From an optimization exercise on the open Yosys and OpenROAD flow, aimed at small area, a short achievable clock period and few clock cycles per item; shortcuts taken in it are not production practice.
Function was checked by simulation only, so behaviour that the tests miss may differ from the original.

[design.v]
module stitch_blend (
    input  wire        clk,
    input  wire        rst,
    input  wire        in_valid,
    output wire        in_ready,
    input  wire        in_sol,       
    input  wire        in_apron,     
    input  wire [11:0] in_bg_y,
    input  wire [11:0] in_bg_cb,
    input  wire [11:0] in_bg_cr,
    input  wire [7:0]  in_vis,       
    input  wire [7:0]  in_cov,       
    input  wire [95:0] in_y,         
    input  wire [95:0] in_cb,
    input  wire [95:0] in_cr,
    input  wire [79:0] in_pa,        
    input  wire [79:0] in_ga,        
    output reg         out_valid,
    input  wire        out_ready,
    output reg         out_sol,
    output wire [9:0]  out_y,
    output wire [9:0]  out_c         
);
    reg  [7:0] opq;      
    reg  [7:0] live;     
    reg  [7:0] above;    
    integer l;
    always @(*) begin
        for (l = 0; l < 8; l = l + 1) begin
            opq[l]  = in_cov[l] && (in_vis[l] || (l == 7 && in_apron)) &&
                      (&in_pa[10*l +: 10]) && ((&in_ga[10*l +: 10]) || (l == 7 && in_apron));
            live[l] = in_cov[l] && (in_vis[l] || (l == 7 && in_apron)) &&
                      (|in_pa[10*l +: 10]) && ((|in_ga[10*l +: 10]) || (l == 7 && in_apron));
        end
        above[7] = 1'b0;
        for (l = 6; l >= 0; l = l - 1)
            above[l] = above[l+1] || opq[l+1];
    end
    wire [7:0] top  = opq & ~above;             
    wire [7:0] need = live & ~opq & ~above;     
    reg  [7:0] done;     
    reg        cont;     
    wire [7:0] rem  = need & ~done;
    reg  [7:0] sel;      
    reg  [7:0] lower;
    always @(*) begin
        lower[0] = 1'b0;
        for (l = 1; l < 8; l = l + 1)
            lower[l] = lower[l-1] || rem[l-1];
        sel = rem & ~lower;
    end
    wire       more = |(rem & ~sel);             
    reg        b_valid, b_last, b_sol;
    reg [11:0] dst_y, dst_cb, dst_cr;
    reg [11:0] src_y, src_cb, src_cr;
    reg [9:0]  b_pa, b_ga;
    wire stall_b  = b_valid && b_last && out_valid && !out_ready;
    assign in_ready = !stall_b && !more;
    wire issue    = in_valid && !stall_b;
    reg [11:0] st_y, st_cb, st_cr;
    reg [11:0] m_y, m_cb, m_cr;
    reg [9:0]  m_pa, m_ga;
    always @(*) begin
        st_y  = (|top) ? 12'd0 : in_bg_y;
        st_cb = (|top) ? 12'd0 : in_bg_cb;
        st_cr = (|top) ? 12'd0 : in_bg_cr;
        m_y = 12'd0; m_cb = 12'd0; m_cr = 12'd0; m_pa = 10'd0; m_ga = 10'd0;
        for (l = 0; l < 8; l = l + 1) begin
            st_y  = st_y  | (in_y [12*l +: 12] & {12{top[l]}});
            st_cb = st_cb | (in_cb[12*l +: 12] & {12{top[l]}});
            st_cr = st_cr | (in_cr[12*l +: 12] & {12{top[l]}});
            m_y   = m_y   | (in_y [12*l +: 12] & {12{sel[l]}});
            m_cb  = m_cb  | (in_cb[12*l +: 12] & {12{sel[l]}});
            m_cr  = m_cr  | (in_cr[12*l +: 12] & {12{sel[l]}});
            m_pa  = m_pa  | (in_pa[10*l +: 10] & {10{sel[l]}});
            m_ga  = m_ga  | ((l == 7 && in_apron) ? {10{sel[l]}} : (in_ga[10*l +: 10] & {10{sel[l]}}));
        end
    end
    wire [9:0]  b_a;
    stitch_alpha u_alpha (.pa(b_pa), .ga(b_ga), .a(b_a));
    wire [11:0] res_y, res_cb, res_cr;
    stitch_mix u_mix_y  (.src(src_y),  .dst(dst_y),  .a(b_a), .res(res_y));
    stitch_mix u_mix_cb (.src(src_cb), .dst(dst_cb), .a(b_a), .res(res_cb));
    stitch_mix u_mix_cr (.src(src_cr), .dst(dst_cr), .a(b_a), .res(res_cr));
    reg        odd;       
    reg [11:0] cr_hold;   
    reg [11:0] o_y, o_c;  
    wire       is_even = b_sol || !odd;
    wire       b_done  = b_valid && b_last && !stall_b;
    always @(posedge clk) begin
        if (issue) begin
            src_y  <= m_y;
            src_cb <= m_cb;
            src_cr <= m_cr;
            b_pa   <= m_pa;
            b_ga   <= m_ga;
            b_last <= !more;
            b_sol  <= in_sol;
        end
        if (issue && !cont) begin
            dst_y  <= st_y;
            dst_cb <= st_cb;
            dst_cr <= st_cr;
        end else if (b_valid && !b_last) begin
            dst_y  <= res_y;
            dst_cb <= res_cb;
            dst_cr <= res_cr;
        end
        if (b_done) begin
            out_sol <= b_sol;
            o_y     <= res_y;
            if (is_even) begin
                o_c     <= res_cb;
                cr_hold <= res_cr;
            end else begin
                o_c     <= cr_hold;
            end
        end
        if (rst) begin
            done      <= 8'd0;
            cont      <= 1'b0;
            b_valid   <= 1'b0;
            out_valid <= 1'b0;
            odd       <= 1'b0;
        end else begin
            if (issue) begin
                done <= more ? (done | sel) : 8'd0;
                cont <= more;
            end
            if (issue)
                b_valid <= 1'b1;
            else if (!stall_b)
                b_valid <= 1'b0;
            if (b_done) begin
                out_valid <= 1'b1;
                odd       <= is_even;
            end else if (out_ready) begin
                out_valid <= 1'b0;
            end
        end
    end
    function [9:0] to10;
        input [11:0] v;
        reg   [10:0] r;
        begin
            r = ({1'b0, v} + 13'd2) >> 2;
            if (r < 11'd4)         to10 = 10'd4;
            else if (r > 11'd1019) to10 = 10'd1019;
            else                   to10 = r[9:0];
        end
    endfunction
    assign out_y = to10(o_y);
    assign out_c = to10(o_c);
endmodule
module stitch_mix (input [11:0] src, input [11:0] dst, input [9:0] a, output [11:0] res);
    wire [11:0] r0 = a[0] ? src : dst;
    wire [11:0] r1 = a[1] ? src : dst;
    wire [11:0] r2 = a[2] ? src : dst;
    wire [11:0] r3 = a[3] ? src : dst;
    wire [11:0] r4 = a[4] ? src : dst;
    wire [11:0] r5 = a[5] ? src : dst;
    wire [11:0] r6 = a[6] ? src : dst;
    wire [11:0] r7 = a[7] ? src : dst;
    wire [11:0] r8 = a[8] ? src : dst;
    wire [11:0] r9 = a[9] ? src : dst;
    wire [11:0] rx = a[9] ? src : dst;
    wire t_1 = r0[8] ^ r1[7];
    wire t_2 = r0[8] & r1[7];
    wire t_3 = r0[9] ^ r1[8] ^ r2[7];
    wire t_4 = (r0[9] & r1[8]) | (r0[9] & r2[7]) | (r1[8] & r2[7]);
    wire t_5 = r3[6] ^ r4[5] ^ r5[4];
    wire t_6 = (r3[6] & r4[5]) | (r3[6] & r5[4]) | (r4[5] & r5[4]);
    wire t_7 = r0[10] ^ r1[9] ^ r2[8];
    wire t_8 = (r0[10] & r1[9]) | (r0[10] & r2[8]) | (r1[9] & r2[8]);
    wire t_9 = r3[7] ^ r4[6] ^ r5[5];
    wire t_10 = (r3[7] & r4[6]) | (r3[7] & r5[5]) | (r4[6] & r5[5]);
    wire t_11 = r0[11] ^ r1[10] ^ r2[9];
    wire t_12 = (r0[11] & r1[10]) | (r0[11] & r2[9]) | (r1[10] & r2[9]);
    wire t_13 = r3[8] ^ r4[7] ^ r5[6];
    wire t_14 = (r3[8] & r4[7]) | (r3[8] & r5[6]) | (r4[7] & r5[6]);
    wire t_15 = r1[11] ^ r2[10] ^ r3[9];
    wire t_16 = (r1[11] & r2[10]) | (r1[11] & r3[9]) | (r2[10] & r3[9]);
    wire t_17 = r0[5] ^ r1[4];
    wire t_18 = r0[5] & r1[4];
    wire t_19 = r0[6] ^ r1[5] ^ r2[4];
    wire t_20 = (r0[6] & r1[5]) | (r0[6] & r2[4]) | (r1[5] & r2[4]);
    wire t_21 = r3[3] ^ r4[2];
    wire t_22 = r3[3] & r4[2];
    wire t_23 = r0[7] ^ r1[6] ^ r2[5];
    wire t_24 = (r0[7] & r1[6]) | (r0[7] & r2[5]) | (r1[6] & r2[5]);
    wire t_25 = r3[4] ^ r4[3] ^ r5[2];
    wire t_26 = (r3[4] & r4[3]) | (r3[4] & r5[2]) | (r4[3] & r5[2]);
    wire t_27 = r6[1] ^ r7[0];
    wire t_28 = r6[1] & r7[0];
    wire t_29 = r2[6] ^ r3[5] ^ r4[4];
    wire t_30 = (r2[6] & r3[5]) | (r2[6] & r4[4]) | (r3[5] & r4[4]);
    wire t_31 = r5[3] ^ r6[2] ^ r7[1];
    wire t_32 = (r5[3] & r6[2]) | (r5[3] & r7[1]) | (r6[2] & r7[1]);
    wire t_33 = r8[0] ^ rx[8] ^ t_1;
    wire t_34 = (r8[0] & rx[8]) | (r8[0] & t_1) | (rx[8] & t_1);
    wire t_35 = r6[3] ^ r7[2] ^ r8[1];
    wire t_36 = (r6[3] & r7[2]) | (r6[3] & r8[1]) | (r7[2] & r8[1]);
    wire t_37 = r9[0] ^ rx[9] ^ 1'b1;
    wire t_38 = (r9[0] & rx[9]) | (r9[0] & 1'b1) | (rx[9] & 1'b1);
    wire t_39 = t_2 ^ t_3 ^ t_5;
    wire t_40 = (t_2 & t_3) | (t_2 & t_5) | (t_3 & t_5);
    wire t_41 = r6[4] ^ r7[3] ^ r8[2];
    wire t_42 = (r6[4] & r7[3]) | (r6[4] & r8[2]) | (r7[3] & r8[2]);
    wire t_43 = r9[1] ^ rx[10] ^ t_4;
    wire t_44 = (r9[1] & rx[10]) | (r9[1] & t_4) | (rx[10] & t_4);
    wire t_45 = t_6 ^ t_7 ^ t_9;
    wire t_46 = (t_6 & t_7) | (t_6 & t_9) | (t_7 & t_9);
    wire t_47 = r6[5] ^ r7[4] ^ r8[3];
    wire t_48 = (r6[5] & r7[4]) | (r6[5] & r8[3]) | (r7[4] & r8[3]);
    wire t_49 = r9[2] ^ rx[11] ^ t_8;
    wire t_50 = (r9[2] & rx[11]) | (r9[2] & t_8) | (rx[11] & t_8);
    wire t_51 = t_10 ^ t_11 ^ t_13;
    wire t_52 = (t_10 & t_11) | (t_10 & t_13) | (t_11 & t_13);
    wire t_53 = r4[8] ^ r5[7] ^ r6[6];
    wire t_54 = (r4[8] & r5[7]) | (r4[8] & r6[6]) | (r5[7] & r6[6]);
    wire t_55 = r7[5] ^ r8[4] ^ r9[3];
    wire t_56 = (r7[5] & r8[4]) | (r7[5] & r9[3]) | (r8[4] & r9[3]);
    wire t_57 = t_12 ^ t_14 ^ t_15;
    wire t_58 = (t_12 & t_14) | (t_12 & t_15) | (t_14 & t_15);
    wire t_59 = r2[11] ^ r3[10] ^ r4[9];
    wire t_60 = (r2[11] & r3[10]) | (r2[11] & r4[9]) | (r3[10] & r4[9]);
    wire t_61 = r5[8] ^ r6[7] ^ r7[6];
    wire t_62 = (r5[8] & r6[7]) | (r5[8] & r7[6]) | (r6[7] & r7[6]);
    wire t_63 = r8[5] ^ r9[4] ^ t_16;
    wire t_64 = (r8[5] & r9[4]) | (r8[5] & t_16) | (r9[4] & t_16);
    wire t_65 = r3[11] ^ r4[10] ^ r5[9];
    wire t_66 = (r3[11] & r4[10]) | (r3[11] & r5[9]) | (r4[10] & r5[9]);
    wire t_67 = r6[8] ^ r7[7] ^ r8[6];
    wire t_68 = (r6[8] & r7[7]) | (r6[8] & r8[6]) | (r7[7] & r8[6]);
    wire t_69 = r4[11] ^ r5[10] ^ r6[9];
    wire t_70 = (r4[11] & r5[10]) | (r4[11] & r6[9]) | (r5[10] & r6[9]);
    wire t_71 = r0[3] ^ r1[2];
    wire t_72 = r0[3] & r1[2];
    wire t_73 = r0[4] ^ r1[3] ^ r2[2];
    wire t_74 = (r0[4] & r1[3]) | (r0[4] & r2[2]) | (r1[3] & r2[2]);
    wire t_75 = r3[1] ^ r4[0];
    wire t_76 = r3[1] & r4[0];
    wire t_77 = r2[3] ^ r3[2] ^ r4[1];
    wire t_78 = (r2[3] & r3[2]) | (r2[3] & r4[1]) | (r3[2] & r4[1]);
    wire t_79 = r5[0] ^ rx[5] ^ t_17;
    wire t_80 = (r5[0] & rx[5]) | (r5[0] & t_17) | (rx[5] & t_17);
    wire t_81 = r5[1] ^ r6[0] ^ rx[6];
    wire t_82 = (r5[1] & r6[0]) | (r5[1] & rx[6]) | (r6[0] & rx[6]);
    wire t_83 = t_18 ^ t_19 ^ t_21;
    wire t_84 = (t_18 & t_19) | (t_18 & t_21) | (t_19 & t_21);
    wire t_85 = rx[7] ^ t_20 ^ t_22;
    wire t_86 = (rx[7] & t_20) | (rx[7] & t_22) | (t_20 & t_22);
    wire t_87 = t_23 ^ t_25 ^ t_27;
    wire t_88 = (t_23 & t_25) | (t_23 & t_27) | (t_25 & t_27);
    wire t_89 = t_24 ^ t_26 ^ t_28;
    wire t_90 = (t_24 & t_26) | (t_24 & t_28) | (t_26 & t_28);
    wire t_91 = t_29 ^ t_31 ^ t_33;
    wire t_92 = (t_29 & t_31) | (t_29 & t_33) | (t_31 & t_33);
    wire t_93 = t_30 ^ t_32 ^ t_34;
    wire t_94 = (t_30 & t_32) | (t_30 & t_34) | (t_32 & t_34);
    wire t_95 = t_35 ^ t_37 ^ t_39;
    wire t_96 = (t_35 & t_37) | (t_35 & t_39) | (t_37 & t_39);
    wire t_97 = t_36 ^ t_38 ^ t_40;
    wire t_98 = (t_36 & t_38) | (t_36 & t_40) | (t_38 & t_40);
    wire t_99 = t_41 ^ t_43 ^ t_45;
    wire t_100 = (t_41 & t_43) | (t_41 & t_45) | (t_43 & t_45);
    wire t_101 = t_42 ^ t_44 ^ t_46;
    wire t_102 = (t_42 & t_44) | (t_42 & t_46) | (t_44 & t_46);
    wire t_103 = t_47 ^ t_49 ^ t_51;
    wire t_104 = (t_47 & t_49) | (t_47 & t_51) | (t_49 & t_51);
    wire t_105 = t_48 ^ t_50 ^ t_52;
    wire t_106 = (t_48 & t_50) | (t_48 & t_52) | (t_50 & t_52);
    wire t_107 = t_53 ^ t_55 ^ t_57;
    wire t_108 = (t_53 & t_55) | (t_53 & t_57) | (t_55 & t_57);
    wire t_109 = t_54 ^ t_56 ^ t_58;
    wire t_110 = (t_54 & t_56) | (t_54 & t_58) | (t_56 & t_58);
    wire t_111 = t_59 ^ t_61 ^ t_63;
    wire t_112 = (t_59 & t_61) | (t_59 & t_63) | (t_61 & t_63);
    wire t_113 = r9[5] ^ t_60 ^ t_62;
    wire t_114 = (r9[5] & t_60) | (r9[5] & t_62) | (t_60 & t_62);
    wire t_115 = t_64 ^ t_65 ^ t_67;
    wire t_116 = (t_64 & t_65) | (t_64 & t_67) | (t_65 & t_67);
    wire t_117 = r7[8] ^ r8[7] ^ r9[6];
    wire t_118 = (r7[8] & r8[7]) | (r7[8] & r9[6]) | (r8[7] & r9[6]);
    wire t_119 = t_66 ^ t_68 ^ t_69;
    wire t_120 = (t_66 & t_68) | (t_66 & t_69) | (t_68 & t_69);
    wire t_121 = r5[11] ^ r6[10] ^ r7[9];
    wire t_122 = (r5[11] & r6[10]) | (r5[11] & r7[9]) | (r6[10] & r7[9]);
    wire t_123 = r8[8] ^ r9[7] ^ t_70;
    wire t_124 = (r8[8] & r9[7]) | (r8[8] & t_70) | (r9[7] & t_70);
    wire t_125 = r6[11] ^ r7[10] ^ r8[9];
    wire t_126 = (r6[11] & r7[10]) | (r6[11] & r8[9]) | (r7[10] & r8[9]);
    wire t_127 = r0[2] ^ r1[1];
    wire t_128 = r0[2] & r1[1];
    wire t_129 = r2[1] ^ r3[0] ^ rx[3];
    wire t_130 = (r2[1] & r3[0]) | (r2[1] & rx[3]) | (r3[0] & rx[3]);
    wire t_131 = rx[4] ^ t_72 ^ t_73;
    wire t_132 = (rx[4] & t_72) | (rx[4] & t_73) | (t_72 & t_73);
    wire t_133 = t_74 ^ t_76 ^ t_77;
    wire t_134 = (t_74 & t_76) | (t_74 & t_77) | (t_76 & t_77);
    wire t_135 = t_78 ^ t_80 ^ t_81;
    wire t_136 = (t_78 & t_80) | (t_78 & t_81) | (t_80 & t_81);
    wire t_137 = t_82 ^ t_84 ^ t_85;
    wire t_138 = (t_82 & t_84) | (t_82 & t_85) | (t_84 & t_85);
    wire t_139 = t_86 ^ t_88 ^ t_89;
    wire t_140 = (t_86 & t_88) | (t_86 & t_89) | (t_88 & t_89);
    wire t_141 = t_90 ^ t_92 ^ t_93;
    wire t_142 = (t_90 & t_92) | (t_90 & t_93) | (t_92 & t_93);
    wire t_143 = t_94 ^ t_96 ^ t_97;
    wire t_144 = (t_94 & t_96) | (t_94 & t_97) | (t_96 & t_97);
    wire t_145 = t_98 ^ t_100 ^ t_101;
    wire t_146 = (t_98 & t_100) | (t_98 & t_101) | (t_100 & t_101);
    wire t_147 = t_102 ^ t_104 ^ t_105;
    wire t_148 = (t_102 & t_104) | (t_102 & t_105) | (t_104 & t_105);
    wire t_149 = t_106 ^ t_108 ^ t_109;
    wire t_150 = (t_106 & t_108) | (t_106 & t_109) | (t_108 & t_109);
    wire t_151 = t_110 ^ t_112 ^ t_113;
    wire t_152 = (t_110 & t_112) | (t_110 & t_113) | (t_112 & t_113);
    wire t_153 = t_114 ^ t_116 ^ t_117;
    wire t_154 = (t_114 & t_116) | (t_114 & t_117) | (t_116 & t_117);
    wire t_155 = t_118 ^ t_120 ^ t_121;
    wire t_156 = (t_118 & t_120) | (t_118 & t_121) | (t_120 & t_121);
    wire t_157 = r9[8] ^ t_122 ^ t_124;
    wire t_158 = (r9[8] & t_122) | (r9[8] & t_124) | (t_122 & t_124);
    wire t_159 = r7[11] ^ r8[10] ^ r9[9];
    wire t_160 = (r7[11] & r8[10]) | (r7[11] & r9[9]) | (r8[10] & r9[9]);
    wire t_161 = r0[1] ^ r1[0];
    wire t_162 = r0[1] & r1[0];
    wire t_163 = r2[0] ^ rx[2] ^ t_127;
    wire t_164 = (r2[0] & rx[2]) | (r2[0] & t_127) | (rx[2] & t_127);
    wire t_165 = t_71 ^ t_128 ^ t_129;
    wire t_166 = (t_71 & t_128) | (t_71 & t_129) | (t_128 & t_129);
    wire t_167 = t_75 ^ t_130 ^ t_131;
    wire t_168 = (t_75 & t_130) | (t_75 & t_131) | (t_130 & t_131);
    wire t_169 = t_79 ^ t_132 ^ t_133;
    wire t_170 = (t_79 & t_132) | (t_79 & t_133) | (t_132 & t_133);
    wire t_171 = t_83 ^ t_134 ^ t_135;
    wire t_172 = (t_83 & t_134) | (t_83 & t_135) | (t_134 & t_135);
    wire t_173 = t_87 ^ t_136 ^ t_137;
    wire t_174 = (t_87 & t_136) | (t_87 & t_137) | (t_136 & t_137);
    wire t_175 = t_91 ^ t_138 ^ t_139;
    wire t_176 = (t_91 & t_138) | (t_91 & t_139) | (t_138 & t_139);
    wire t_177 = t_95 ^ t_140 ^ t_141;
    wire t_178 = (t_95 & t_140) | (t_95 & t_141) | (t_140 & t_141);
    wire t_179 = t_99 ^ t_142 ^ t_143;
    wire t_180 = (t_99 & t_142) | (t_99 & t_143) | (t_142 & t_143);
    wire t_181 = t_103 ^ t_144 ^ t_145;
    wire t_182 = (t_103 & t_144) | (t_103 & t_145) | (t_144 & t_145);
    wire t_183 = t_107 ^ t_146 ^ t_147;
    wire t_184 = (t_107 & t_146) | (t_107 & t_147) | (t_146 & t_147);
    wire t_185 = t_111 ^ t_148 ^ t_149;
    wire t_186 = (t_111 & t_148) | (t_111 & t_149) | (t_148 & t_149);
    wire t_187 = t_115 ^ t_150 ^ t_151;
    wire t_188 = (t_115 & t_150) | (t_115 & t_151) | (t_150 & t_151);
    wire t_189 = t_119 ^ t_152 ^ t_153;
    wire t_190 = (t_119 & t_152) | (t_119 & t_153) | (t_152 & t_153);
    wire t_191 = t_123 ^ t_154 ^ t_155;
    wire t_192 = (t_123 & t_154) | (t_123 & t_155) | (t_154 & t_155);
    wire t_193 = t_125 ^ t_156 ^ t_157;
    wire t_194 = (t_125 & t_156) | (t_125 & t_157) | (t_156 & t_157);
    wire t_195 = t_126 ^ t_158 ^ t_159;
    wire t_196 = (t_126 & t_158) | (t_126 & t_159) | (t_158 & t_159);
    wire t_197 = r8[11] ^ r9[10] ^ t_160;
    wire t_198 = (r8[11] & r9[10]) | (r8[11] & t_160) | (r9[10] & t_160);
    wire [21:0] s0 = {1'b0, r9[11], t_196, t_194, t_192, t_190, t_188, t_186, t_184, t_182, t_180, t_178, t_176, t_174, t_172, t_170, t_168, t_166, t_164, t_162, rx[1], r0[0]};
    wire [21:0] s1 = {1'b0, t_198, t_197, t_195, t_193, t_191, t_189, t_187, t_185, t_183, t_181, t_179, t_177, t_175, t_173, t_171, t_169, t_167, t_165, t_163, t_161, rx[0]};
    wire [21:0] s = s0 + s1;
    assign res = s[21:10];
endmodule
module stitch_alpha (input [9:0] pa, input [9:0] ga, output [9:0] a);
    wire t_1 = (pa[8] & ga[0]) ^ (pa[7] & ga[1]);
    wire t_2 = (pa[8] & ga[0]) & (pa[7] & ga[1]);
    wire t_3 = (pa[9] & ga[0]) ^ (pa[8] & ga[1]) ^ (pa[7] & ga[2]);
    wire t_4 = ((pa[9] & ga[0]) & (pa[8] & ga[1])) | ((pa[9] & ga[0]) & (pa[7] & ga[2])) | ((pa[8] & ga[1]) & (pa[7] & ga[2]));
    wire t_5 = (pa[6] & ga[3]) ^ (pa[5] & ga[4]) ^ (pa[4] & ga[5]);
    wire t_6 = ((pa[6] & ga[3]) & (pa[5] & ga[4])) | ((pa[6] & ga[3]) & (pa[4] & ga[5])) | ((pa[5] & ga[4]) & (pa[4] & ga[5]));
    wire t_7 = (pa[9] & ga[1]) ^ (pa[8] & ga[2]) ^ (pa[7] & ga[3]);
    wire t_8 = ((pa[9] & ga[1]) & (pa[8] & ga[2])) | ((pa[9] & ga[1]) & (pa[7] & ga[3])) | ((pa[8] & ga[2]) & (pa[7] & ga[3]));
    wire t_9 = (pa[5] & ga[0]) ^ (pa[4] & ga[1]);
    wire t_10 = (pa[5] & ga[0]) & (pa[4] & ga[1]);
    wire t_11 = (pa[6] & ga[0]) ^ (pa[5] & ga[1]) ^ (pa[4] & ga[2]);
    wire t_12 = ((pa[6] & ga[0]) & (pa[5] & ga[1])) | ((pa[6] & ga[0]) & (pa[4] & ga[2])) | ((pa[5] & ga[1]) & (pa[4] & ga[2]));
    wire t_13 = (pa[3] & ga[3]) ^ (pa[2] & ga[4]);
    wire t_14 = (pa[3] & ga[3]) & (pa[2] & ga[4]);
    wire t_15 = (pa[7] & ga[0]) ^ (pa[6] & ga[1]) ^ (pa[5] & ga[2]);
    wire t_16 = ((pa[7] & ga[0]) & (pa[6] & ga[1])) | ((pa[7] & ga[0]) & (pa[5] & ga[2])) | ((pa[6] & ga[1]) & (pa[5] & ga[2]));
    wire t_17 = (pa[4] & ga[3]) ^ (pa[3] & ga[4]) ^ (pa[2] & ga[5]);
    wire t_18 = ((pa[4] & ga[3]) & (pa[3] & ga[4])) | ((pa[4] & ga[3]) & (pa[2] & ga[5])) | ((pa[3] & ga[4]) & (pa[2] & ga[5]));
    wire t_19 = (pa[1] & ga[6]) ^ (pa[0] & ga[7]);
    wire t_20 = (pa[1] & ga[6]) & (pa[0] & ga[7]);
    wire t_21 = (pa[6] & ga[2]) ^ (pa[5] & ga[3]) ^ (pa[4] & ga[4]);
    wire t_22 = ((pa[6] & ga[2]) & (pa[5] & ga[3])) | ((pa[6] & ga[2]) & (pa[4] & ga[4])) | ((pa[5] & ga[3]) & (pa[4] & ga[4]));
    wire t_23 = (pa[3] & ga[5]) ^ (pa[2] & ga[6]) ^ (pa[1] & ga[7]);
    wire t_24 = ((pa[3] & ga[5]) & (pa[2] & ga[6])) | ((pa[3] & ga[5]) & (pa[1] & ga[7])) | ((pa[2] & ga[6]) & (pa[1] & ga[7]));
    wire t_25 = (pa[0] & ga[8]) ^ (pa[8] & ga[9]) ^ t_1;
    wire t_26 = ((pa[0] & ga[8]) & (pa[8] & ga[9])) | ((pa[0] & ga[8]) & t_1) | ((pa[8] & ga[9]) & t_1);
    wire t_27 = (pa[3] & ga[6]) ^ (pa[2] & ga[7]) ^ (pa[1] & ga[8]);
    wire t_28 = ((pa[3] & ga[6]) & (pa[2] & ga[7])) | ((pa[3] & ga[6]) & (pa[1] & ga[8])) | ((pa[2] & ga[7]) & (pa[1] & ga[8]));
    wire t_29 = (pa[0] & ga[9]) ^ (pa[9] & ga[9]) ^ 1'b1;
    wire t_30 = ((pa[0] & ga[9]) & (pa[9] & ga[9])) | ((pa[0] & ga[9]) & 1'b1) | ((pa[9] & ga[9]) & 1'b1);
    wire t_31 = t_2 ^ t_3 ^ t_5;
    wire t_32 = (t_2 & t_3) | (t_2 & t_5) | (t_3 & t_5);
    wire t_33 = (pa[6] & ga[4]) ^ (pa[5] & ga[5]) ^ (pa[4] & ga[6]);
    wire t_34 = ((pa[6] & ga[4]) & (pa[5] & ga[5])) | ((pa[6] & ga[4]) & (pa[4] & ga[6])) | ((pa[5] & ga[5]) & (pa[4] & ga[6]));
    wire t_35 = (pa[3] & ga[7]) ^ (pa[2] & ga[8]) ^ (pa[1] & ga[9]);
    wire t_36 = ((pa[3] & ga[7]) & (pa[2] & ga[8])) | ((pa[3] & ga[7]) & (pa[1] & ga[9])) | ((pa[2] & ga[8]) & (pa[1] & ga[9]));
    wire t_37 = t_4 ^ t_6 ^ t_7;
    wire t_38 = (t_4 & t_6) | (t_4 & t_7) | (t_6 & t_7);
    wire t_39 = (pa[9] & ga[2]) ^ (pa[8] & ga[3]) ^ (pa[7] & ga[4]);
    wire t_40 = ((pa[9] & ga[2]) & (pa[8] & ga[3])) | ((pa[9] & ga[2]) & (pa[7] & ga[4])) | ((pa[8] & ga[3]) & (pa[7] & ga[4]));
    wire t_41 = (pa[6] & ga[5]) ^ (pa[5] & ga[6]) ^ (pa[4] & ga[7]);
    wire t_42 = ((pa[6] & ga[5]) & (pa[5] & ga[6])) | ((pa[6] & ga[5]) & (pa[4] & ga[7])) | ((pa[5] & ga[6]) & (pa[4] & ga[7]));
    wire t_43 = (pa[3] & ga[8]) ^ (pa[2] & ga[9]) ^ t_8;
    wire t_44 = ((pa[3] & ga[8]) & (pa[2] & ga[9])) | ((pa[3] & ga[8]) & t_8) | ((pa[2] & ga[9]) & t_8);
    wire t_45 = (pa[9] & ga[3]) ^ (pa[8] & ga[4]) ^ (pa[7] & ga[5]);
    wire t_46 = ((pa[9] & ga[3]) & (pa[8] & ga[4])) | ((pa[9] & ga[3]) & (pa[7] & ga[5])) | ((pa[8] & ga[4]) & (pa[7] & ga[5]));
    wire t_47 = (pa[6] & ga[6]) ^ (pa[5] & ga[7]) ^ (pa[4] & ga[8]);
    wire t_48 = ((pa[6] & ga[6]) & (pa[5] & ga[7])) | ((pa[6] & ga[6]) & (pa[4] & ga[8])) | ((pa[5] & ga[7]) & (pa[4] & ga[8]));
    wire t_49 = (pa[9] & ga[4]) ^ (pa[8] & ga[5]) ^ (pa[7] & ga[6]);
    wire t_50 = ((pa[9] & ga[4]) & (pa[8] & ga[5])) | ((pa[9] & ga[4]) & (pa[7] & ga[6])) | ((pa[8] & ga[5]) & (pa[7] & ga[6]));
    wire t_51 = (pa[3] & ga[0]) ^ (pa[2] & ga[1]);
    wire t_52 = (pa[3] & ga[0]) & (pa[2] & ga[1]);
    wire t_53 = (pa[4] & ga[0]) ^ (pa[3] & ga[1]) ^ (pa[2] & ga[2]);
    wire t_54 = ((pa[4] & ga[0]) & (pa[3] & ga[1])) | ((pa[4] & ga[0]) & (pa[2] & ga[2])) | ((pa[3] & ga[1]) & (pa[2] & ga[2]));
    wire t_55 = (pa[1] & ga[3]) ^ (pa[0] & ga[4]);
    wire t_56 = (pa[1] & ga[3]) & (pa[0] & ga[4]);
    wire t_57 = (pa[3] & ga[2]) ^ (pa[2] & ga[3]) ^ (pa[1] & ga[4]);
    wire t_58 = ((pa[3] & ga[2]) & (pa[2] & ga[3])) | ((pa[3] & ga[2]) & (pa[1] & ga[4])) | ((pa[2] & ga[3]) & (pa[1] & ga[4]));
    wire t_59 = (pa[0] & ga[5]) ^ (pa[5] & ga[9]) ^ t_9;
    wire t_60 = ((pa[0] & ga[5]) & (pa[5] & ga[9])) | ((pa[0] & ga[5]) & t_9) | ((pa[5] & ga[9]) & t_9);
    wire t_61 = (pa[1] & ga[5]) ^ (pa[0] & ga[6]) ^ (pa[6] & ga[9]);
    wire t_62 = ((pa[1] & ga[5]) & (pa[0] & ga[6])) | ((pa[1] & ga[5]) & (pa[6] & ga[9])) | ((pa[0] & ga[6]) & (pa[6] & ga[9]));
    wire t_63 = t_10 ^ t_11 ^ t_13;
    wire t_64 = (t_10 & t_11) | (t_10 & t_13) | (t_11 & t_13);
    wire t_65 = (pa[7] & ga[9]) ^ t_12 ^ t_14;
    wire t_66 = ((pa[7] & ga[9]) & t_12) | ((pa[7] & ga[9]) & t_14) | (t_12 & t_14);
    wire t_67 = t_15 ^ t_17 ^ t_19;
    wire t_68 = (t_15 & t_17) | (t_15 & t_19) | (t_17 & t_19);
    wire t_69 = t_16 ^ t_18 ^ t_20;
    wire t_70 = (t_16 & t_18) | (t_16 & t_20) | (t_18 & t_20);
    wire t_71 = t_21 ^ t_23 ^ t_25;
    wire t_72 = (t_21 & t_23) | (t_21 & t_25) | (t_23 & t_25);
    wire t_73 = t_22 ^ t_24 ^ t_26;
    wire t_74 = (t_22 & t_24) | (t_22 & t_26) | (t_24 & t_26);
    wire t_75 = t_27 ^ t_29 ^ t_31;
    wire t_76 = (t_27 & t_29) | (t_27 & t_31) | (t_29 & t_31);
    wire t_77 = t_28 ^ t_30 ^ t_32;
    wire t_78 = (t_28 & t_30) | (t_28 & t_32) | (t_30 & t_32);
    wire t_79 = t_33 ^ t_35 ^ t_37;
    wire t_80 = (t_33 & t_35) | (t_33 & t_37) | (t_35 & t_37);
    wire t_81 = t_34 ^ t_36 ^ t_38;
    wire t_82 = (t_34 & t_36) | (t_34 & t_38) | (t_36 & t_38);
    wire t_83 = t_39 ^ t_41 ^ t_43;
    wire t_84 = (t_39 & t_41) | (t_39 & t_43) | (t_41 & t_43);
    wire t_85 = (pa[3] & ga[9]) ^ t_40 ^ t_42;
    wire t_86 = ((pa[3] & ga[9]) & t_40) | ((pa[3] & ga[9]) & t_42) | (t_40 & t_42);
    wire t_87 = t_44 ^ t_45 ^ t_47;
    wire t_88 = (t_44 & t_45) | (t_44 & t_47) | (t_45 & t_47);
    wire t_89 = (pa[6] & ga[7]) ^ (pa[5] & ga[8]) ^ (pa[4] & ga[9]);
    wire t_90 = ((pa[6] & ga[7]) & (pa[5] & ga[8])) | ((pa[6] & ga[7]) & (pa[4] & ga[9])) | ((pa[5] & ga[8]) & (pa[4] & ga[9]));
    wire t_91 = t_46 ^ t_48 ^ t_49;
    wire t_92 = (t_46 & t_48) | (t_46 & t_49) | (t_48 & t_49);
    wire t_93 = (pa[9] & ga[5]) ^ (pa[8] & ga[6]) ^ (pa[7] & ga[7]);
    wire t_94 = ((pa[9] & ga[5]) & (pa[8] & ga[6])) | ((pa[9] & ga[5]) & (pa[7] & ga[7])) | ((pa[8] & ga[6]) & (pa[7] & ga[7]));
    wire t_95 = (pa[6] & ga[8]) ^ (pa[5] & ga[9]) ^ t_50;
    wire t_96 = ((pa[6] & ga[8]) & (pa[5] & ga[9])) | ((pa[6] & ga[8]) & t_50) | ((pa[5] & ga[9]) & t_50);
    wire t_97 = (pa[9] & ga[6]) ^ (pa[8] & ga[7]) ^ (pa[7] & ga[8]);
    wire t_98 = ((pa[9] & ga[6]) & (pa[8] & ga[7])) | ((pa[9] & ga[6]) & (pa[7] & ga[8])) | ((pa[8] & ga[7]) & (pa[7] & ga[8]));
    wire t_99 = (pa[2] & ga[0]) ^ (pa[1] & ga[1]);
    wire t_100 = (pa[2] & ga[0]) & (pa[1] & ga[1]);
    wire t_101 = (pa[1] & ga[2]) ^ (pa[0] & ga[3]) ^ (pa[3] & ga[9]);
    wire t_102 = ((pa[1] & ga[2]) & (pa[0] & ga[3])) | ((pa[1] & ga[2]) & (pa[3] & ga[9])) | ((pa[0] & ga[3]) & (pa[3] & ga[9]));
    wire t_103 = (pa[4] & ga[9]) ^ t_52 ^ t_53;
    wire t_104 = ((pa[4] & ga[9]) & t_52) | ((pa[4] & ga[9]) & t_53) | (t_52 & t_53);
    wire t_105 = t_54 ^ t_56 ^ t_57;
    wire t_106 = (t_54 & t_56) | (t_54 & t_57) | (t_56 & t_57);
    wire t_107 = t_58 ^ t_60 ^ t_61;
    wire t_108 = (t_58 & t_60) | (t_58 & t_61) | (t_60 & t_61);
    wire t_109 = t_62 ^ t_64 ^ t_65;
    wire t_110 = (t_62 & t_64) | (t_62 & t_65) | (t_64 & t_65);
    wire t_111 = t_66 ^ t_68 ^ t_69;
    wire t_112 = (t_66 & t_68) | (t_66 & t_69) | (t_68 & t_69);
    wire t_113 = t_70 ^ t_72 ^ t_73;
    wire t_114 = (t_70 & t_72) | (t_70 & t_73) | (t_72 & t_73);
    wire t_115 = t_74 ^ t_76 ^ t_77;
    wire t_116 = (t_74 & t_76) | (t_74 & t_77) | (t_76 & t_77);
    wire t_117 = t_78 ^ t_80 ^ t_81;
    wire t_118 = (t_78 & t_80) | (t_78 & t_81) | (t_80 & t_81);
    wire t_119 = t_82 ^ t_84 ^ t_85;
    wire t_120 = (t_82 & t_84) | (t_82 & t_85) | (t_84 & t_85);
    wire t_121 = t_86 ^ t_88 ^ t_89;
    wire t_122 = (t_86 & t_88) | (t_86 & t_89) | (t_88 & t_89);
    wire t_123 = t_90 ^ t_92 ^ t_93;
    wire t_124 = (t_90 & t_92) | (t_90 & t_93) | (t_92 & t_93);
    wire t_125 = (pa[6] & ga[9]) ^ t_94 ^ t_96;
    wire t_126 = ((pa[6] & ga[9]) & t_94) | ((pa[6] & ga[9]) & t_96) | (t_94 & t_96);
    wire t_127 = (pa[9] & ga[7]) ^ (pa[8] & ga[8]) ^ (pa[7] & ga[9]);
    wire t_128 = ((pa[9] & ga[7]) & (pa[8] & ga[8])) | ((pa[9] & ga[7]) & (pa[7] & ga[9])) | ((pa[8] & ga[8]) & (pa[7] & ga[9]));
    wire t_129 = (pa[1] & ga[0]) ^ (pa[0] & ga[1]);
    wire t_130 = (pa[1] & ga[0]) & (pa[0] & ga[1]);
    wire t_131 = (pa[0] & ga[2]) ^ (pa[2] & ga[9]) ^ t_99;
    wire t_132 = ((pa[0] & ga[2]) & (pa[2] & ga[9])) | ((pa[0] & ga[2]) & t_99) | ((pa[2] & ga[9]) & t_99);
    wire t_133 = t_51 ^ t_100 ^ t_101;
    wire t_134 = (t_51 & t_100) | (t_51 & t_101) | (t_100 & t_101);
    wire t_135 = t_55 ^ t_102 ^ t_103;
    wire t_136 = (t_55 & t_102) | (t_55 & t_103) | (t_102 & t_103);
    wire t_137 = t_59 ^ t_104 ^ t_105;
    wire t_138 = (t_59 & t_104) | (t_59 & t_105) | (t_104 & t_105);
    wire t_139 = t_63 ^ t_106 ^ t_107;
    wire t_140 = (t_63 & t_106) | (t_63 & t_107) | (t_106 & t_107);
    wire t_141 = t_67 ^ t_108 ^ t_109;
    wire t_142 = (t_67 & t_108) | (t_67 & t_109) | (t_108 & t_109);
    wire t_143 = t_71 ^ t_110 ^ t_111;
    wire t_144 = (t_71 & t_110) | (t_71 & t_111) | (t_110 & t_111);
    wire t_145 = t_75 ^ t_112 ^ t_113;
    wire t_146 = (t_75 & t_112) | (t_75 & t_113) | (t_112 & t_113);
    wire t_147 = t_79 ^ t_114 ^ t_115;
    wire t_148 = (t_79 & t_114) | (t_79 & t_115) | (t_114 & t_115);
    wire t_149 = t_83 ^ t_116 ^ t_117;
    wire t_150 = (t_83 & t_116) | (t_83 & t_117) | (t_116 & t_117);
    wire t_151 = t_87 ^ t_118 ^ t_119;
    wire t_152 = (t_87 & t_118) | (t_87 & t_119) | (t_118 & t_119);
    wire t_153 = t_91 ^ t_120 ^ t_121;
    wire t_154 = (t_91 & t_120) | (t_91 & t_121) | (t_120 & t_121);
    wire t_155 = t_95 ^ t_122 ^ t_123;
    wire t_156 = (t_95 & t_122) | (t_95 & t_123) | (t_122 & t_123);
    wire t_157 = t_97 ^ t_124 ^ t_125;
    wire t_158 = (t_97 & t_124) | (t_97 & t_125) | (t_124 & t_125);
    wire t_159 = t_98 ^ t_126 ^ t_127;
    wire t_160 = (t_98 & t_126) | (t_98 & t_127) | (t_126 & t_127);
    wire t_161 = (pa[9] & ga[8]) ^ (pa[8] & ga[9]) ^ t_128;
    wire t_162 = ((pa[9] & ga[8]) & (pa[8] & ga[9])) | ((pa[9] & ga[8]) & t_128) | ((pa[8] & ga[9]) & t_128);
    wire [19:0] s0 = {1'b0, (pa[9] & ga[9]), t_160, t_158, t_156, t_154, t_152, t_150, t_148, t_146, t_144, t_142, t_140, t_138, t_136, t_134, t_132, t_130, (pa[1] & ga[9]), (pa[0] & ga[0])};
    wire [19:0] s1 = {1'b0, t_162, t_161, t_159, t_157, t_155, t_153, t_151, t_149, t_147, t_145, t_143, t_141, t_139, t_137, t_135, t_133, t_131, t_129, (pa[0] & ga[9])};
    wire [19:0] s = s0 + s1;
    assign a = s[19:10];
endmodule
[flow/run.sh]
#!/bin/bash
# Standard layout, with the smallest buffer on every input and output port,
# and timing repair aimed at a setup slack margin well above zero.
set -euo pipefail
export BUFFER_PORTS_ARGS="-buffer_cell sky130_fd_sc_hd__buf_1"
export SETUP_SLACK_MARGIN=12
bash standard.sh > standard.log 2>&1
[standard.sh]
#!/bin/bash
# synth_recipe.tcl (not shown) runs the flow's synth.tcl, then flattens the netlist and writes it again
# the make line also repeats each setting of config.mk as NAME=value (left out here)
make -C /OpenROAD-flow-scripts/flow DESIGN_CONFIG=/design/flow/config.mk WORK_HOME=/design/flow/orfs CLKGATE_MAP_FILE= SYNTH_SCRIPT=/design/flow/synth_recipe.tcl "${@:-finish}"
[config.mk]
export PLATFORM = sky130hd
export DESIGN_NAME = stitch_blend
export DESIGN_NICKNAME = stitch_blend
export VERILOG_FILES = /design/flow/design.v
export SDC_FILE = /design/flow/constraint.sdc
export NUM_CORES = 4
export LEC_CHECK = 0
export CAP_MARGIN = 20
export CORE_MARGIN = 2
export CORE_UTILIZATION = 40
export SLEW_MARGIN = 20
[constraint.sdc]
create_clock -name core_clock -period 22.0 [get_ports {clk}]
set_input_delay 4.4000 -clock core_clock [delete_from_list [all_inputs] [get_ports {clk}]]
set_output_delay 4.4000 -clock core_clock [all_outputs]
set_load 0.01 [all_outputs]
==> results of run 1 <==
==> logic make-up after synthesis <==
group | count (synthesis) | share of synthesized area, %
multiplexers | 384 | 14.10
AO/OA/AOI/OAI | 744 | 19.26
adder cells (fa/ha/maj) | 458 | 28.96
buffers and inverters | 774 | 10.41
XOR/XNOR | 48 | 1.642
flip-flops | 140 | 14.29
AND/OR/NAND/NOR | 647 | 11.32
==> routing by layer <==
| metal | up-vias | GRT usage [%] |
|---|---|---|
| li1 | 12360 | - |
| met1 | 14320 | 45.60 |
| met2 | 1887 | 51.52 |
| met3 | 406 | 8.518 |
| met4 | 6 | 17.45 |
| met5 | - | 0 |
==> worst max-delay path: cells and delay by family <==
kind / cells / cell delay (ns)
AND/OR/NAND/NOR: 3 / 0.39
AO/OA/AOI/OAI: 5 / 1.51
buffers and inverters: 2 / 0.45
==> worst max path at each step <==
stage | end | depth (start not counted)
2_1_floorplan | in_ready | 10
3_3_place_gp | in_ready | 12
3_5_place_dp | in_ready | 12
4_1_cts | in_ready | 12
5_1_grt | in_ready | 12
6_report | in_ready | 10
==> cells in the final DEF, fill, tap and decap left out, drive strengths merged, types with 9 or more instances in the layout <==
master / synthesis / layout
a2bb2oi: 13 / 13
a31oi: 32 / 32
xnor2: 25 / 25
ha: 119 / 119
bufbuf: 0 / 9
a22oi: 152 / 152
buf: 74 / 720
nor2b: 9 / 9
o21bai: 9 / 9
a21oi: 144 / 144
a21o: 30 / 30
nand2b: 11 / 11
mux2: 145 / 145
inv: 523 / 526
nand2: 160 / 161
clkbuf: 176 / 25
or3: 9 / 9
mux2i: 239 / 239
nor2: 143 / 143
fa: 339 / 339
xor2: 23 / 23
nor4: 43 / 43
o211ai: 27 / 27
a221o: 25 / 25
and2: 56 / 56
dfxtp: 12 / 12
nor3: 24 / 24
a211oi: 13 / 13
o21ai: 71 / 71
a221oi: 48 / 48
edfxtp: 128 / 128
a22o: 56 / 56
a222oi: 56 / 56
o21a: 23 / 23
nand4: 53 / 53
nand3: 96 / 96
diode: 0 / 22
==> repair_timing <==
item                       4_1_cts  5_1_grt
pin swaps                       66      116
buffers inserted                91       64
gates resized for setup        168      172
setup endpoints to repair       70       64
cloned                          10        2
==> cell type report <==
cell class / count / area, um2
antenna: 22 / 55.05
fill: 6754 / 35300
inverter: 524 / 1969
sequential: 140 / 4084
multi-input combinational: 2282 / 23000
clock buffer: 18 / 429.2
timing repair buffer: 736 / 4182
tap: 940 / 1176
clock inverter: 14 / 192.7
==> flip-flops by register name, summed over array words and instances, names as in the netlist, 10 cells and up <==
| name | flops |
|---|---|
| dst_y | 12 |
| src_cb | 12 |
| cr_hold | 11 |
| b_ga | 10 |
| b_pa | 10 |
| src_cr | 12 |
| dst_cb | 12 |
| o_c | 11 |
| dst_cr | 12 |
| o_y | 11 |
| src_y | 12 |
==> key figures, run 1 <==
Worst setup path
  • CP Cell Sequence: buf_1, nor4_1, a311oi_1, nand2_1, a21boi_2, o31ai_4, a21oi_2, o22ai_4, nor2_2, buf_2
  • CP startpoint: in_pa[21]
  • CP startpoint kind: input pin
  • Max incr delay on CP: 0.46 ns
  • FF-to-FF path depth: 39
  • Reg2reg start: b_ga[4]
  • Setup crit end kind: output pin
  • Crit path max fanout: 4
  • Worst R2R Setup Slack: 11.96 ns
  • Worst path arrival time: 6.75 ns
  • Max stage delay cell, worst path: a311oi_1
  • Crit Path Class: input pin to output pin
  • Reg-to-Reg End: o_c[9]
  • Critical path data required time: 17.60 ns

Drt
  • Met2 Wirelength: 57380 um
  • Vias: 28.98k
  • ANT nets after route: 0
  • Via density: 6.198
  • Pre-antenna DRT Iters: 12
  • Met3 WL: 13910 um
  • DRT Wirelength: 130600 um
  • DR WL/cell: 27.92 um
  • DR iter-0 viols: 3693
  • Highest Signal Layer: met5
  • DRC viols: 0
  • Met1 WL: 51380 um

STA
  • Max_slew headroom: 19.69%
  • Clock Skews: 0.01855 ns
  • Actual slew at the worst max-slew pin: 1.200 ns
  • Final setup viols: 0
  • Fmax: 89.69 MHz
  • Final Hold Viols: 0
  • RSZ-0062 raised after global routing: yes
  • Post-layout min period: 11.15 ns
  • Min Hold Slack: 0.4853 ns
  • Final Worst Setup Slack: 10.85 ns
  • Final setup TNS: 0 ns
  • Final Cycle Share: 50.68%
  • Slew Viols, Final: 0

Die
  • Die Ht: 271.3 um
  • Core Area: 70390 um2
  • Site row count: 97
  • Starting density of the core: 40.59%
  • Die footprint: 73580 um2
  • I/O pins: 529
  • Die Width: 271.3 um

Clocking
  • Hold-fix buffers at CTS: 0
  • Root Buffer: clkbuf_16
  • TritonCTS clock tree: built
  • Clock Tree Buf Depth: 2
  • Worst-Skew Late Latency: 0.48 ns
  • Clock buffer count from CTS: 17
  • Clk sinks: 140
  • Worst-path clk slew: 0.07 ns
  • CTS HTree Levels: 4

Synth
  • Register area share after synthesis: 14.29%
  • Leading cell type by number of instances after synthesis: inv_1
  • Yosys synthesis warning count: 1
  • Biggest area consumer among synthesized cells: fa_1
  • Post-Syn Area: 28570 um2
  • Syn_nets: 4159
  • Synth cell count leaders: inv_1 (523), fa_1 (339), mux2i_1 (238), clkbuf_1 (176), nand2_1 (159)
  • Seq cells post-synth: 140
  • Top cells by area, synth: fa_1 (24%), edfxtp_1 (13%), mux2i_1 (8.3%), inv_1 (6.9%), mux2_2 (5.3%)
  • Area fraction of the dominant cell type after synthesis: 23.75%
  • Syn Area/Cell: 8.943 um2
  • Cell variety after synth: 89
  • Cell count after synthesis: 3195
  • Number of synthesized flops with an enable pin: 128
  • Synth Flop Type: edfxtp_1
  • Async set-reset flop share out of synthesis: 0%

Run
  • Max cap viols: 0

Placement
  • Dpl hpwl: 97530 um
  • I/O Buffers: 528
  • Placed cells: 4454
  • RePlAce Congestion: 1.005
  • Placed instance area: 31350 um2
  • Place WS: 9.523 ns

Finish
  • Area grow syn2layout: 22.82%
  • Fin area: 35090 um2
  • Final Non-Filler Cells: 4676
  • Final core occ: 49.85%
  • Layout cells sized above 1: 17.50%
  • Fin nets: 4665

Global routing
  • Largest net degree at the start of global routing: 59
  • Gr usage total: 34.23%
  • Number of global-route vias before repair: 28.39k
  • First-pass GRT wire length: 187800 um
  • Initial antenna violation count: 25
  • Global route total overflow: 0

Min path
  • Hold Crit Class: flip-flop to flip-flop
  • Hold Crit Depth: 0
  • Worst Hold Launch: b_sol
  • Worst Hold Endpoint: out_sol

Status
  • Run status: timing/DRC/antenna clean
Testbench counts, summed over its fixed seeds: cycles 22,632, pixels 19,200.
==> inputs of run 2 (changes only) <==
--- a/config.mk
+++ b/config.mk
@@ -7,5 +7,5 @@
 export LEC_CHECK = 0
 export CAP_MARGIN = 20
 export CORE_MARGIN = 2
-export CORE_UTILIZATION = 40
+export CORE_UTILIZATION = 60
 export SLEW_MARGIN = 20
==> run 2 against run 1 <==
The flow now stops in global routing; synthesized area unchanged; synthesized cell count unchanged.
==> key figures, run 2 <==
Status
  • Run status: stopped before the end
  • Failing step: global routing
  • Stop err: [ERROR GRT-0232] Routing congestion too high. Check the congestion heatmap in the GUI.

Synth
  • Biggest area consumer among synthesized cells: fa_1
  • Cell count after synthesis: 3195 (unchanged)
  • Register area share after synthesis: 14.29% (unchanged)
  • Synth Flop Type: edfxtp_1
  • Number of synthesized flops with an enable pin: 128 (unchanged)
  • Post-Syn Area: 28570 um2 (unchanged)
  • Cell variety after synth: 89 (unchanged)
  • Async set-reset flop share out of synthesis: 0% (unchanged)
  • Syn Area/Cell: 8.943 um2 (unchanged)
  • Syn_nets: 4159 (unchanged)
  • Seq cells post-synth: 140 (unchanged)
  • Leading cell type by number of instances after synthesis: inv_1
  • Area fraction of the dominant cell type after synthesis: 23.75% (unchanged)
  • Synth cell count leaders: inv_1 (523), fa_1 (339), mux2i_1 (238), clkbuf_1 (176), nand2_1 (159)
  • Top cells by area, synth: fa_1 (24%), edfxtp_1 (13%), mux2i_1 (8.3%), inv_1 (6.9%), mux2_2 (5.3%)
  • Yosys synthesis warning count: 1 (unchanged)

Die
  • Starting density of the core: 61.11% (+21 points)
  • Die Width: 222.2 um (-18%)
  • I/O pins: 529 (unchanged)
  • Site row count: 79 (-19%)
  • Die Ht: 222.2 um (-18%)

Clocking
  • Root Buffer: clkbuf_16
  • Clock buffer count from CTS: 17 (unchanged)
  • CTS HTree Levels: 4 (unchanged)
  • Clock Tree Buf Depth: 2 (unchanged)
  • Clk sinks: 140 (unchanged)
  • Hold-fix buffers at CTS: 0 (unchanged)

Placement
  • Place WS: 9.518 ns (-0.004810 ns)
  • I/O Buffers: 528 (unchanged)
  • Placed instance area: 30890 um2 (-1.5%)
  • Dpl hpwl: 100400 um (+2.9%)
  • Placed cells: 4117 (-7.6%)
  • RePlAce Congestion: 1.064 (+5.9%)

Global routing
  • Global route total overflow: 46
  • Gr usage total: 73.78%
  • Largest net degree at the start of global routing: 77

STA
  • WEP type: top-level output
  • Last worst endpoint in the global-route repair_timing: in_ready
-- run 2: cell counts after synthesis --
No cell type changed its count.
-- run 2: logic make-up after synthesis --
group | after synthesis | synth area share (%)
buf+inv | 774 | 10.41
compound gates | 744 | 19.26
simple gates | 647 | 11.32
fa+ha+maj | 458 | 28.96
mux | 384 | 14.10
flops | 140 | 14.29
xor+xnor | 48 | 1.642
-- run 2: worst max-delay path by stage --
stage	start	to	slack, ns	cells past startpoint
2_1_floorplan	in_ga[65]	in_ready	11.39	10
3_3_place_gp	in_ga[64]	in_ready	9.62	12
3_5_place_dp	in_pa[66]	in_ready	9.52	12
4_1_cts	in_pa[68]	in_ready	10.92	13
-- run 2: timing repair --
| action | in CTS |
|---|---|
| setup buffers | 82 |
| gates resized for setup | 187 |
| gates cloned | 6 |
| setup endpoints to repair | 70 |
| endpoints found under the hold margin | 0 |
| pin swaps | 74 |
-- run 2: per-stage QoR --
stage          utilization, %
2_1_floorplan               -
3_3_place_gp            66.08
3_5_place_dp            66.08
4_1_cts                 70.80
-- run 2: per-layer routing --
layer	global-route usage, %	overflow
met1	75.55	0
met3	57.01	1
met4	70.68	25
met5	35.00	0
met2	89.99	20
==> inputs of run 3 (changes only) <==
==> flow/run.sh (replaced) <==
#!/bin/bash
# Standard layout, with the smallest buffer on every input and output port.
set -euo pipefail
export BUFFER_PORTS_ARGS="-buffer_cell sky130_fd_sc_hd__buf_1"
bash standard.sh > standard.log 2>&1
--- a/config.mk
+++ b/config.mk
@@ -7,5 +7,5 @@
 export LEC_CHECK = 0
 export CAP_MARGIN = 20
 export CORE_MARGIN = 2
-export CORE_UTILIZATION = 60
+export CORE_UTILIZATION = 40
 export SLEW_MARGIN = 20
==> run 3 against run 2 <==
Now clean on timing, DRC and antenna; synthesized area did not move; synthesized cell count did not move.
==> key figures, run 3 <==
Status
  • Run status: timing/DRC/antenna clean

Finish
  • Most common cell after layout, fill and taps aside: buf_1
  • Final Non-Filler Cells: 4515
  • Most frequent cells in the layout: buf_1 (528), inv_1 (523), fa_1 (339)
  • Area grow syn2layout: 11.86%
  • Layout cells sized above 1: 7.855%
  • Filler cells: 7091
  • Fin area: 31960 um2
  • Fin nets: 4503
  • Final core occ: 45.40%

Die
  • Core Area: 70390 um2
  • Site row count: 97 (+23%)
  • Die Ht: 271.3 um (+22%)
  • Starting density of the core: 40.59% (-21 points)
  • Die footprint: 73580 um2
  • Die Width: 271.3 um (+22%)
  • I/O pins: 529 (unchanged)

Worst setup path
  • Critical path data required time: 17.60 ns
  • FF-to-FF path depth: 37
  • Worst path arrival time: 8.24 ns
  • Crit path max fanout: 41
  • Worst R2R Setup Slack: 10.20 ns
  • CP Cell Sequence: buf_1, nand4_1, nor4_1, o21a_2, buf_4, nand4bb_1, o31ai_2, a211oi_1, o22ai_1, nor2_1, buf_1
  • Crit Path Class: input pin to output pin
  • CP dominant cell by count: buf_1
  • Setup crit end kind: output pin
  • End of the critical path: in_ready
  • Max incr delay on CP: 0.74 ns
  • Reg2reg start: b_pa[7]
  • CP startpoint: in_pa[73]
  • Max stage delay cell, worst path: nor4_1
  • CP startpoint kind: input pin
  • Reg-to-Reg End: o_c[5]

Drt
  • DRC viols: 0
  • Vias: 27.87k
  • Pre-antenna DRT Iters: 13
  • DRT Wirelength: 126100 um
  • Via density: 6.172
  • ANT nets after route: 0
  • DR WL/cell: 27.93 um
  • DR iter-0 viols: 3275

Clocking
  • Clock Tree Buf Depth: 2 (unchanged)
  • Root Buffer: clkbuf_16
  • TritonCTS clock tree: built
  • Worst-path clk slew: 0.06 ns
  • Clk sinks: 140 (unchanged)
  • Post CTS Setup Buffer Count: 0 (-100%)
  • Clock buffer count from CTS: 17 (unchanged)
  • Hold-fix buffers at CTS: 0 (unchanged)
  • PostCTS Resize Cnt: 0 (-100%)
  • Worst-Skew Late Latency: 0.50 ns
  • CTS HTree Levels: 4 (unchanged)

Min path
  • Worst Hold Launch: b_sol
  • Hold Crit Class: flip-flop to flip-flop

Synth
  • Cell count after synthesis: 3195 (unchanged)
  • Syn Area/Cell: 8.943 um2 (unchanged)
  • Area fraction of the dominant cell type after synthesis: 23.75% (unchanged)
  • Yosys synthesis warning count: 1 (unchanged)
  • Seq cells post-synth: 140 (unchanged)
  • Synth Flop Type: edfxtp_1
  • Synth cell count leaders: inv_1 (523), fa_1 (339), mux2i_1 (238), clkbuf_1 (176), nand2_1 (159)
  • Leading cell type by number of instances after synthesis: inv_1
  • Top cells by area, synth: fa_1 (24%), edfxtp_1 (13%), mux2i_1 (8.3%), inv_1 (6.9%), mux2_2 (5.3%)
  • Number of synthesized flops with an enable pin: 128 (unchanged)
  • Biggest area consumer among synthesized cells: fa_1
  • Register area share after synthesis: 14.29% (unchanged)
  • Syn_nets: 4159 (unchanged)
  • Async set-reset flop share out of synthesis: 0% (unchanged)
  • Post-Syn Area: 28570 um2 (unchanged)
  • Cell variety after synth: 89 (unchanged)

Run
  • Max cap viols: 0

Placement
  • Placed cells: 4455 (+8.2%)
  • Dpl hpwl: 95790 um (-4.6%)
  • RePlAce Congestion: 0.9987 (-6.1%)
  • Place WS: 9.476 ns (-0.04263 ns)
  • I/O Buffers: 528 (unchanged)
  • Placed instance area: 31260 um2 (+1.2%)

Global routing
  • Number of global-route vias before repair: 27.65k
  • First-pass GRT wire length: 182600 um
  • Initial antenna violation count: 32
  • Global route total overflow: 0
  • Largest net degree at the start of global routing: 66
  • Gr usage total: 33.73%

STA
  • Post-layout min period: 12.64 ns
  • Slew Viols, Final: 0
  • Final Hold Viols: 0
  • Final setup TNS: 0 ns
  • Final Cycle Share: 57.46%
  • Clock Skews: 0.01736 ns
  • Actual slew at the worst max-slew pin: 1.312 ns
  • Max_slew headroom: 12.51%
  • RSZ-0062 raised after global routing: no
  • Final Worst Setup Slack: 9.359 ns
  • Final setup viols: 0
  • Fmax: 79.10 MHz
[run 3: worst max-delay path: cells and delay by family]
kind,cells,cell delay (ns)
and+or+nand+nor,4,1.95
AOI/OAI and AO/OA,4,0.90
buffers and inverters,3,0.95
[run 3: layer usage]
layer / vias to the layer above / GRT usage [%] / wire length, um / share of wire (%)
li1: 12040 / - / - / -
met1: 13550 / 40.80 / 47030 / 37
met2: 1777 / 50.15 / 54660 / 43
met3: 493 / 11.04 / 13840 / 11
met4: 12 / 24.87 / 10500 / 8.3
met5: - / 0 / 80 / 0.063
[run 3: cell families (layout without fill, tap and decap cells)]
kind of cell             Yosys count  count (layout)  share of synthesized area (%)
buffers and inverters            774            1131                          10.41
other                              0              23                              0
multiplexers                     384             384                          14.10
flip-flops                       140             140                          14.29
AND/OR/NAND/NOR                  647             647                          11.32
XOR/XNOR                          48              48                          1.642
adder cells (fa/ha/maj)          458             458                          28.96
AO/OA/AOI/OAI                    744             744                          19.26
[run 3: final cells by class]
class	count	area, um2	area share (%)
antenna	23	57.56	0.1801
clock inverter	12	137.6	0.4306
timing repair buffer	575	2335	7.305
clock buffer	20	456.7	1.429
sequential	140	4084	12.78
inverter	524	1967	6.154
multi-input combinational	2281	21750	68.04
tap	940	1176	3.680
[run 3: how the worst min path moves through the flow]
stage | end | slack (ns) | cells past startpoint
CTS | out_sol | 0.49 | 0
finish | out_sol | 0.49 | 0
floorplan | out_sol | 0.44 | 0
global placement | out_sol | 0.46 | 0
global route | out_sol | 0.51 | 0
detailed placement | out_sol | 0.47 | 0
[run 3: through the flow]
step                      hold WS (ns)
after global routing            0.5101
after CTS                       0.4861
after floorplan                 0.4413
after detailed placement        0.4705
after global placement          0.4590
final                           0.4852

-- afterwards: timing with drivers on the ports --
In the flow no input, the clock included, has a driving cell. The finished layouts below were timed again as built, in two steps. Step 1 assumes that a clkbuf_16 drives the clock port and a buf_2 every other input. Step 2 adds t to the input delays and takes it off the output delays; t is the mean of the earliest and latest rising clock arrival at the registers after step 1. Input paths then give back, and output paths get back, about the clock's delay inside the block. Three values: no drivers, after step 1, after step 2; two values: the first two.
run	t (ns)	setup slack, ns	worst hold slack (ns)	worst data-port slew with drivers (ns)	cell pins on the clock port's net
run 1	0.533	10.850 / 10.704 / 10.704	0.485 / 0.485 / 0.485	0.23	1
run 3	0.561	9.358 / 9.324 / 9.324	0.485 / 0.485 / 0.485	0.23	1
After both steps setup and hold are still met in every run listed. The setup slack of run 1, which loses most, moves by -0.146 ns with the drivers and by -0.146 ns with both steps.
